Context: an optimization exercise on an open-source flow, tuned for small area and a short achievable clock period. The choices shown serve that exercise and are no tape-out recipe. Where RTL was checked, it was by simulation tests only, not by an equivalence proof against the original. No activity file was given, so power comes from the tool's default toggle rates.

==> flow/design.v (excerpt) <==
module mem_ecc_codec (
    input  wire        clk,
    input  wire        rst_n,
    input  wire        in_valid,
    input  wire [1:0]  in_op,
    input  wire [63:0] in_data,
    input  wire [7:0]  in_check,
    output reg         out_valid,
    output wire [63:0] out_data,
    output wire [7:0]  out_check,
    output wire [1:0]  out_status,
    output wire [7:0]  out_syndrome,
    output wire [6:0]  out_pos
);
Size: roughly 1100 cells after synthesis, about 170 I/O pins.
==> flow/config.mk <==
export PLATFORM = sky130hd
export DESIGN_NAME = mem_ecc_codec
export DESIGN_NICKNAME = mem_ecc_codec
export VERILOG_FILES = /design/flow/design.v
export SDC_FILE = /design/flow/constraint.sdc
export NUM_CORES = 4
export LEC_CHECK = 0
export CAP_MARGIN = 20
export CORE_MARGIN = 2
export CORE_UTILIZATION = 40
export SETUP_SLACK_MARGIN = 3.9
export SLEW_MARGIN = 20
==> flow/constraint.sdc <==
create_clock -name core_clock -period 8.0 [get_ports {clk}]
set_input_delay 1.6000 -clock core_clock [delete_from_list [all_inputs] [get_ports {clk}]]
set_output_delay 1.6000 -clock core_clock [all_outputs]
set_load 0.01 [all_outputs]
standard.sh (not shown) runs the stock make flow with config.mk's settings and CLKGATE_MAP_FILE= SYNTH_SCRIPT=/design/flow/synth_recipe.tcl, a recipe that flattens the netlist after the stock synthesis.
==> flow/flow/run.sh <==
#!/bin/bash
# Own flow: the standard synthesis, then the combinational logic between
# the registers re-mapped by ABC with an area-oriented script (registers,
# their names and cell types untouched), then the standard layout with plain
# buffers on the ports instead of the delay cells buffer_ports picks by default.
set -euo pipefail
HERE=$(pwd)
R=$HERE/orfs/results/$FLOW_PLATFORM/mem_ecc_codec/base
bash standard.sh synth > make_synth.log 2>&1
cp $R/1_2_yosys.v $HERE/synth_standard.v
yosys -c flow/resyn.tcl > yosys_resyn.log 2>&1
cp $HERE/synth_resyn.v $R/1_2_yosys.v
rm -f $R/1_synth.odb $R/1_synth.sdc
bash standard.sh BUFFER_PORTS_ARGS="-buffer_cell sky130_fd_sc_hd__buf_1" finish > make_finish.log 2>&1
==> flow/flow/abc.script <==
strash; dch -f; balance; rewrite; refactor; balance; rewrite; rewrite -z; balance; refactor -z; rewrite -z; balance; dch -f; balance; rewrite; refactor; balance; rewrite; rewrite -z; balance; refactor -z; rewrite -z; balance; dch -f; amap; mfs2; strash; dch -f; amap; topo
==> flow/flow/resyn.tcl <==
# Re-map the combinational logic of the standard synthesis; the flip-flops
# stay as they are (blackboxed during the re-map).
yosys -import
set lib $::env(FLOW_HOME)/platforms/sky130hd/lib/sky130_fd_sc_hd__tt_025C_1v80.lib
set dont_use {}
foreach c [split [exec sh -c "grep -o 'sky130_fd_sc_hd__\[a-z0-9_\]*' $::env(FLOW_HOME)/platforms/sky130hd/config.mk | sort -u"] "\n"] {
  lappend dont_use -dont_use $c
}
read_liberty -ignore_miss_func $lib
read_verilog synth_standard.v
hierarchy -top $::env(FLOW_TOP)
foreach m [split [exec sh -c "grep -o 'sky130_fd_sc_hd__df\[a-z0-9_\]*' synth_standard.v | sort -u"] "\n"] {
  blackbox $m
}
flatten
opt_clean -purge
set script [file normalize flow/abc.script]
abc -liberty $lib {*}$dont_use -script $script
opt_clean -purge
yosys rename -hide w:*.*
opt_clean -purge
tee -o resyn_stat.txt stat -liberty $lib
select $::env(FLOW_TOP)
write_verilog -noattr -selected synth_resyn.v
The starting point passed the timing, DRC and antenna checks.
Change:
==> flow/flow/abc.script (replaced) <==
strash; dch -f; balance; rewrite; refactor; balance; rewrite; rewrite -z; balance; refactor -z; rewrite -z; balance; dch -f; balance; rewrite; refactor; balance; rewrite; rewrite -z; balance; refactor -z; rewrite -z; balance; dch -f; amap; mfs2; strash; dch -f; map -a; topo
The changed run went through all stages and came out clean.
Count of clock-buffer cells in the layout falls by 3.
Cell area drops by a little under a tenth.
Flip-flop and latch count stays the same.
Total power rose by a quarter to a third.
Die area is higher by a few percent.
Change:
==> flow/flow/abc.script (replaced) <==
strash; &get -n; &dch -f; &nf -p -a; &put; topo
Settings changed: SETUP_SLACK_MARGIN 3.9 to 3.5.
After rerunning: Die area hardly moves; global-route usage drops by 3.2 points; clock-buffer cell count does not change; area after synthesis stays flat; design area goes down by 7.8%; non-clock buffer count goes down by 22.
Change:
==> flow/flow/abc.script (replaced) <==
strash; dch -f; balance; rewrite; refactor; balance; rewrite; rewrite -z; balance; refactor -z; rewrite -z; balance; dch -f; balance; rewrite; refactor; balance; rewrite; rewrite -z; balance; refactor -z; rewrite -z; balance; dch -f; amap; mfs2; strash; dch -f; map -a; topo
=>
- The new run passed the timing, DRC and antenna checks
- hold slack got worse by 33 ps
- global-route usage grows by 1.9 points
- power shrinks by roughly a tenth
- maximum frequency grows slightly
- core utilization grows by 0.24 points
- setup slack improved by 70 ps
- design area grows slightly
- final cell count grows by about a fifth
Change:
Settings changed: CTS_BUF_LIST from default to sky130_fd_sc_hd__clkbuf_8, SETUP_SLACK_MARGIN 3.5 to 3.9.
=> Routed wire length rose by 6.4%; worst setup slack is better by 290 ps; synthesized area is unchanged; flip-flop and latch count does not change; fmax rose by 7.0%; total power rose by about 8%; count of clock-buffer cells in the layout fell by 3; clock power fell by about 20%; cell count rose by about 2%; critical path depth fell by 1.

---

Setup of oak:
mem_ecc_codec, a different RTL version from the one above (not shown whole).
Size: ~930 cells after synthesis, ~170 I/O pins, ~8600 um^2 of cells after synthesis.
## mem_ecc_codec
module mem_ecc_codec (
    input  wire        clk,
    input  wire        rst_n,
    input  wire        in_valid,
    input  wire [1:0]  in_op,
    input  wire [63:0] in_data,
    input  wire [7:0]  in_check,
    output reg         out_valid,
    output reg  [63:0] out_data,
    output reg  [7:0]  out_check,
    output reg  [1:0]  out_status,
    output reg  [7:0]  out_syndrome,
    output reg  [6:0]  out_pos
);
export LEC_CHECK = 0
export CAP_MARGIN = 20
export CORE_MARGIN = 2
export CORE_UTILIZATION = 40
export SETUP_SLACK_MARGIN = 4.4
export SLEW_MARGIN = 20
create_clock -name core_clock -period 8.0 [get_ports {clk}]
==> flow/flow/run.sh <==
#!/bin/bash
# Own flow: the standard synthesis, then the combinational logic replaced
# by the gate-level netlist of flow/netgen.py (same registers: names and cell
# type), checked equivalent to the standard synthesis by yosys; then the
# standard layout, with plain buffers on the ports instead of the delay cells
# buffer_ports picks by default. If the generated netlist fails a check, the
# standard synthesis's netlist is laid out instead.
set -euo pipefail
HERE=$(pwd)
R=$HERE/orfs/results/$FLOW_PLATFORM/mem_ecc_codec/base
LIB=$FLOW_HOME/platforms/$FLOW_PLATFORM/lib/sky130_fd_sc_hd__tt_025C_1v80.lib
bash standard.sh synth > make_synth.log 2>&1
cp $R/1_2_yosys.v $HERE/synth_standard.v
USE=synth_standard.v
# generator options (structure and drive strengths), if any
set -a; [ -f flow/netgen.env ] && . flow/netgen.env; set +a
if LIB=$LIB python3 flow/netgen.py $HERE/net_gen.v > netgen.log 2>&1; then
  yosys -p "read_liberty -lib $LIB; read_verilog net_gen.v; hierarchy -top $FLOW_TOP; opt_clean -purge; write_verilog -noattr -noexpr net_norm.v" > yosys_norm.log 2>&1
  timeout 900 yosys -p "read_liberty -ignore_miss_func $LIB; read_verilog synth_standard.v; rename $FLOW_TOP gold; read_verilog net_norm.v; rename $FLOW_TOP gate; flatten gold gate; opt_clean; equiv_make gold gate equiv; hierarchy -top equiv; equiv_simple; equiv_status -assert" > yosys_equiv.log 2>&1 \
    && python3 - <<'PY' > regcheck.log 2>&1 && USE=net_final.v
# give each flip-flop the instance name the standard synthesis gave the same
# register (the suffix after '$' depends on how yosys read its reset/enable),
# then require the same names and cell types
import re, sys
pat = re.compile(r'(sky130_fd_sc_hd__df\w+)\s+\\([^\s$]+)(\$\S*)?\s')
std = {m.group(2): (m.group(1), m.group(2) + (m.group(3) or '')) for m in pat.finditer(open('synth_standard.v').read())}
txt = open('net_norm.v').read()
def ren(m):
    base = m.group(2)
    if base not in std: sys.exit('no standard register ' + base)
    return m.group(1) + ' \\' + std[base][1] + ' '
txt2 = pat.sub(ren, txt)
open('net_final.v', 'w').write(txt2)
a = sorted(std.values())
b = sorted((m.group(1), m.group(2) + (m.group(3) or '')) for m in pat.finditer(txt2))
print(len(a), len(b))
sys.exit(0 if a == b and a else 1)
PY
fi
echo "laying out $USE" > netlist_choice.log
cp $HERE/$USE $R/1_2_yosys.v
rm -f $R/1_synth.odb $R/1_synth.sdc
bash standard.sh BUFFER_PORTS_ARGS="-buffer_cell sky130_fd_sc_hd__buf_1" finish > make_finish.log 2>&1
Other scripts of this flow, unchanged in this note and not shown: flow/flow/joint.py, flow/flow/netgen.py, flow/flow/paar.py
oak completed; timing, DRC and antenna clean
> inputs changed (oak -> pine)
Settings: CTS_BUF_LIST newly set to sky130_fd_sc_hd__clkbuf_8; CTS_CLUSTER_SIZE newly set to 30; CORE_UTILIZATION changed from 40 to 55; SETUP_SLACK_MARGIN changed from 4.4 to 5.0.
Results
pine finished end to end and its layout was clean on timing, DRC and antenna. Utilization after layout was lower in oak than in pine. pine vs oak: first-pass GRT wire length down by a few percent. Comparing clock power for oak and pine, the bigger number came from oak. Post-route worst setup slack: pine better than oak. Min buffer share of cell area across oak and pine: oak. oak → pine: timing-limited maximum frequency went up about 16%; critical path depth went up 4; leakage power total went up 1.6%; sequential power held; combinational group share of total power went up 4.8 points.

---

main:
Another version of the RTL of mem_ecc_codec (not shown whole).
Size in the first run: ~930 cells after synthesis, about 170 I/O pins.
export LEC_CHECK = 0
export CAP_MARGIN = 20
export CORE_MARGIN = 2
export CORE_UTILIZATION = 55
export CTS_BUF_LIST = sky130_fd_sc_hd__clkbuf_8
export CTS_CLUSTER_SIZE = 30
export SETUP_SLACK_MARGIN = 5.0
export SLEW_MARGIN = 20
create_clock -name core_clock -period 8.0 [get_ports {clk}]
==> flow/flow/run.sh <==
#!/bin/bash
# Own flow: the standard synthesis, then the combinational logic replaced
# by the gate-level netlist of flow/netgen.py (same registers: names and cell
# type), checked equivalent to the standard synthesis by yosys; then the
# standard layout, with plain buffers on the ports instead of the delay cells
# buffer_ports picks by default. If the generated netlist fails a check, the
# standard synthesis's netlist is laid out instead.
set -euo pipefail
HERE=$(pwd)
R=$HERE/orfs/results/$FLOW_PLATFORM/mem_ecc_codec/base
LIB=$FLOW_HOME/platforms/$FLOW_PLATFORM/lib/sky130_fd_sc_hd__tt_025C_1v80.lib
bash standard.sh synth > make_synth.log 2>&1
cp $R/1_2_yosys.v $HERE/synth_standard.v
USE=synth_standard.v
# generator options (structure and drive strengths), if any
set -a; [ -f flow/netgen.env ] && . flow/netgen.env; set +a
if LIB=$LIB python3 flow/netgen.py $HERE/net_gen.v > netgen.log 2>&1; then
  yosys -p "read_liberty -lib $LIB; read_verilog net_gen.v; hierarchy -top $FLOW_TOP; opt_clean -purge; write_verilog -noattr -noexpr net_norm.v" > yosys_norm.log 2>&1
  timeout 900 yosys -p "read_liberty -ignore_miss_func $LIB; read_verilog synth_standard.v; rename $FLOW_TOP gold; read_verilog net_norm.v; rename $FLOW_TOP gate; flatten gold gate; opt_clean; equiv_make gold gate equiv; hierarchy -top equiv; equiv_simple; equiv_status -assert" > yosys_equiv.log 2>&1 \
    && python3 - <<'PY' > regcheck.log 2>&1 && USE=net_final.v
# give each flip-flop the instance name the standard synthesis gave the same
# register (the suffix after '$' depends on how yosys read its reset/enable),
# then require the same names and cell types
import re, sys
pat = re.compile(r'(sky130_fd_sc_hd__df\w+)\s+\\([^\s$]+)(\$\S*)?\s')
std = {m.group(2): (m.group(1), m.group(2) + (m.group(3) or '')) for m in pat.finditer(open('synth_standard.v').read())}
txt = open('net_norm.v').read()
def ren(m):
    base = m.group(2)
    if base not in std: sys.exit('no standard register ' + base)
    return m.group(1) + ' \\' + std[base][1] + ' '
txt2 = pat.sub(ren, txt)
open('net_final.v', 'w').write(txt2)
a = sorted(std.values())
b = sorted((m.group(1), m.group(2) + (m.group(3) or '')) for m in pat.finditer(txt2))
print(len(a), len(b))
sys.exit(0 if a == b and a else 1)
PY
fi
echo "laying out $USE" > netlist_choice.log
cp $HERE/$USE $R/1_2_yosys.v
rm -f $R/1_synth.odb $R/1_synth.sdc
# extra make variables for the layout, if any (one VAR=value per line)
EXTRA=()
if [ -f flow/make.args ]; then mapfile -t EXTRA < flow/make.args; fi
bash standard.sh BUFFER_PORTS_ARGS="-buffer_cell sky130_fd_sc_hd__buf_1" "${EXTRA[@]}" finish > make_finish.log 2>&1
Other scripts of this flow, unchanged in this note and not shown: flow/flow/joint.py, flow/flow/netgen.py, flow/flow/paar.py
main: PASS, flow complete, no timing, DRC or antenna violations
The inputs of the feature branch differ from those of main as listed below.
==> flow/flow/make.args (new file) <==
SETUP_SLACK_MARGIN=5.4
==> run summary <==
NOTE wire length of the first global-routing pass main->the feature branch increased by more than 10%. Delta (the feature branch minus main): met1 global-route usage increased 4.4 points, post-layout utilization of the core saw an increase. Cmp the feature branch vs main: critical path buffer and inverter count lower in the feature branch. Relative to main, the fill cell instance count of the final layout of the feature branch is lower by about 40%. The feature branch vs main — routed length on met2 climbed by more than a quarter. Clock-buffer cell count was higher in the feature branch than in main.
No functional check of the RTL was part of any run of this note.

---

red:
Another version of the RTL of mem_ecc_codec (not shown whole).
Size: about 1100 cells after synthesis, ~170 I/O pins, ~8700 sq um of cells after synthesis.
export LEC_CHECK = 0
export CAP_MARGIN = 20
export CORE_MARGIN = 2
export CORE_UTILIZATION = 40
export SETUP_SLACK_MARGIN = 5.0
export SLEW_MARGIN = 20
create_clock -name core_clock -period 8.0 [get_ports {clk}]
==> flow/flow/run.sh <==
#!/bin/bash
# Own flow: the standard synthesis, then the combinational logic between
# the registers re-mapped by ABC with an area-oriented script (registers,
# their names and cell types untouched), then the standard layout with plain
# buffers on the ports instead of the delay cells buffer_ports picks by default.
set -euo pipefail
HERE=$(pwd)
R=$HERE/orfs/results/$FLOW_PLATFORM/mem_ecc_codec/base
bash standard.sh synth > make_synth.log 2>&1
cp $R/1_2_yosys.v $HERE/synth_standard.v
yosys -c flow/resyn.tcl > yosys_resyn.log 2>&1
cp $HERE/synth_resyn.v $R/1_2_yosys.v
rm -f $R/1_synth.odb $R/1_synth.sdc
bash standard.sh BUFFER_PORTS_ARGS="-buffer_cell sky130_fd_sc_hd__buf_1" finish > make_finish.log 2>&1
==> flow/flow/abc.script <==
strash; dch -f; balance; rewrite; refactor; balance; rewrite; rewrite -z; balance; refactor -z; rewrite -z; balance; dch -f; balance; rewrite; refactor; balance; rewrite; rewrite -z; balance; refactor -z; rewrite -z; balance; dch -f; amap; mfs2; strash; dch -f; map -a; topo
Scripts as last shown in full above: flow/flow/resyn.tcl
Both conditions hold for red: the flow ran to the end and the final layout passed the timing, DRC and antenna checks.
diff inputs: red => blue
Settings: SETUP_SLACK_MARGIN changed from 5.0 to 4.5.
Findings:
Diff red -> blue: global routing met2 resource utilization shows a reduction of 2.1 points; HPWL after detailed placement has decreased; share of cells above drive strength 1 dropped 9.8 points; average wire per cell in the routed design now sits lower; headroom to the max-slew limit shows a reduction of 6.9 points.
Lower delay of the slowest critical-path stage was reported by red, not blue.
Changes observed in blue relative to red: clock group total power moved down, utilization of the core after routing moved down.
No run of this note included a check of the RTL's function; only the layout flow was run.

---

run 1:
Another version of the RTL of mem_ecc_codec (not shown whole).
For scale: ~970 cells after synthesis, ~85 flip-flops.
==> flow/design.v (excerpt) <==
module mem_ecc_codec (
    input  wire        clk,
    input  wire        rst_n,
    input  wire        in_valid,
    input  wire [1:0]  in_op,
    input  wire [63:0] in_data,
    input  wire [7:0]  in_check,
    output reg         out_valid,
    output wire [63:0] out_data,
    output wire [7:0]  out_check,
    output wire [1:0]  out_status,
    output wire [7:0]  out_syndrome,
    output wire [6:0]  out_pos
);
Settings: LEC_CHECK=0, CAP_MARGIN=20, CORE_MARGIN=2, CORE_UTILIZATION=40, SETUP_SLACK_MARGIN=3.5, SLEW_MARGIN=20; clock period 8.0 ns.
==> flow/flow/run.sh <==
#!/bin/bash
# Standard layout, with plain buffers on the ports instead of the delay cells
# buffer_ports picks by default.
set -euo pipefail
bash standard.sh BUFFER_PORTS_ARGS="-buffer_cell sky130_fd_sc_hd__buf_1" finish > make_finish.log 2>&1
Relative to run 1, the following input files were edited for run 2:
- SETUP_SLACK_MARGIN now 0, was 3.5
## What came out
Run 2 and run 1 ended up with nearly the same post-synthesis adder-cell area fraction. met1 wire length ends up higher on run 1. Delta (run 2 minus run 1): maximum frequency fell 26 MHz, number of H-tree branching levels about even, hold slack about even. Buffer count from post-CTS setup fixing came out exactly the same in run 2 and run 1. The lower final cell area excluding filler cells of run 2 and run 1 is in run 2. The final reports for run 2 and run 1 show final cell count without fillers lower in the former.
--- input diff run 2..run 3 ---
- a change of SETUP_SLACK_MARGIN from 0 to 4.2
==> comparison <==
Looking at clock share of power across run 3 and run 2, the one that comes out lower is run 3.
[run 3 vs run 2] register fraction of the total cell area: lower in run 3
Compared to run 2, run 3 has post-layout worst setup margin 750 ps higher.
Sort run 3 and run 2 by post-route minimum period, descending, and run 2 comes first.
NOTE: clock power in run 3 exceeds that of run 2
Per the comparison of run 3 with run 2, peak supply drop down 0.52%, number of global-route vias before repair up about 14%, synthesis-to-finish area growth increased 32 points, count of placed standard cells in the final layout, fillers left out shows an increase of 123.
From run 2 to run 3, share of the synthesized area in compound gates (AO/OA/AOI/OAI) did not move at all.
### run 3 -> run 4
- SETUP_SLACK_MARGIN now 2.5, was 4.2
--- outcome ---
Run 4 completed end to end with timing, DRC and antenna clean.
Taking run 3 as the reference point, the detailed route wirelength on metal2 of run 4 falls by about 18%.
Of run 3 and run 4, run 4 shows the lower internal cell power, with run 3 above it.
Run 3 has a lower maximum net fanout on the critical path than run 4.
According to the power report, total power for run 4 is lower than for run 3.

## port drivers added, routing unchanged
No port has a modelled driver above. Below, the same layouts with a new extraction and two added sets of constraints. Step 1 assumes that a clkbuf_16 drives the clock port and a buf_2 every other input. Step 2 adds t to the input delays and takes it off the output delays; t is the mean of the earliest and latest rising clock arrival at the registers after step 1. Input paths then give back, and output paths get back, about the clock's delay inside the block. Slacks: ideal ports / drivers / drivers and shift; pairs: ideal ports / drivers.
run | t (ns) | slack for setup (ns) | worst slew at a driven data input, ns
the first run of note 1 | 0.379 | 3.370 / 3.333 / 3.610 | 0.05
the second run of note 1 | 0.389 | 3.913 / 3.872 / 3.664 | 0.05
the third run of note 1 | 0.393 | 3.516 / 3.474 / 3.438 | 0.05
the fourth run of note 1 | 0.384 | 3.586 / 3.544 / 3.370 | 0.05
the fifth run of note 1 | 0.412 | 3.873 / 3.833 / 3.580 | 0.04
oak | 0.489 | 4.568 / 4.595 / 4.106 | 0.05
pine | 0.520 | 5.054 / 5.054 / 4.553 | 0.04
main | 0.513 | 4.975 / 4.993 / 4.480 | 0.05
the feature branch | 0.512 | 5.073 / 5.073 / 4.590 | 0.07
red | 0.484 | 4.582 / 4.561 / 4.077 | 0.07
blue | 0.485 | 4.532 / 4.558 / 4.073 | 0.06
run 1 | 0.382 | 3.536 / 3.496 / 3.272 | 0.04
run 2 | 0.381 | 2.956 / 2.957 / 2.576 | 0.04
run 3 | 0.372 | 3.710 / 3.669 / 3.595 | 0.05
run 4 | 0.381 | 2.956 / 2.957 / 2.576 | 0.04
After both steps every run listed still meets setup and hold. For red, which loses most, drivers alone change the setup slack by -0.021 ns; drivers and shift together by -0.505 ns.
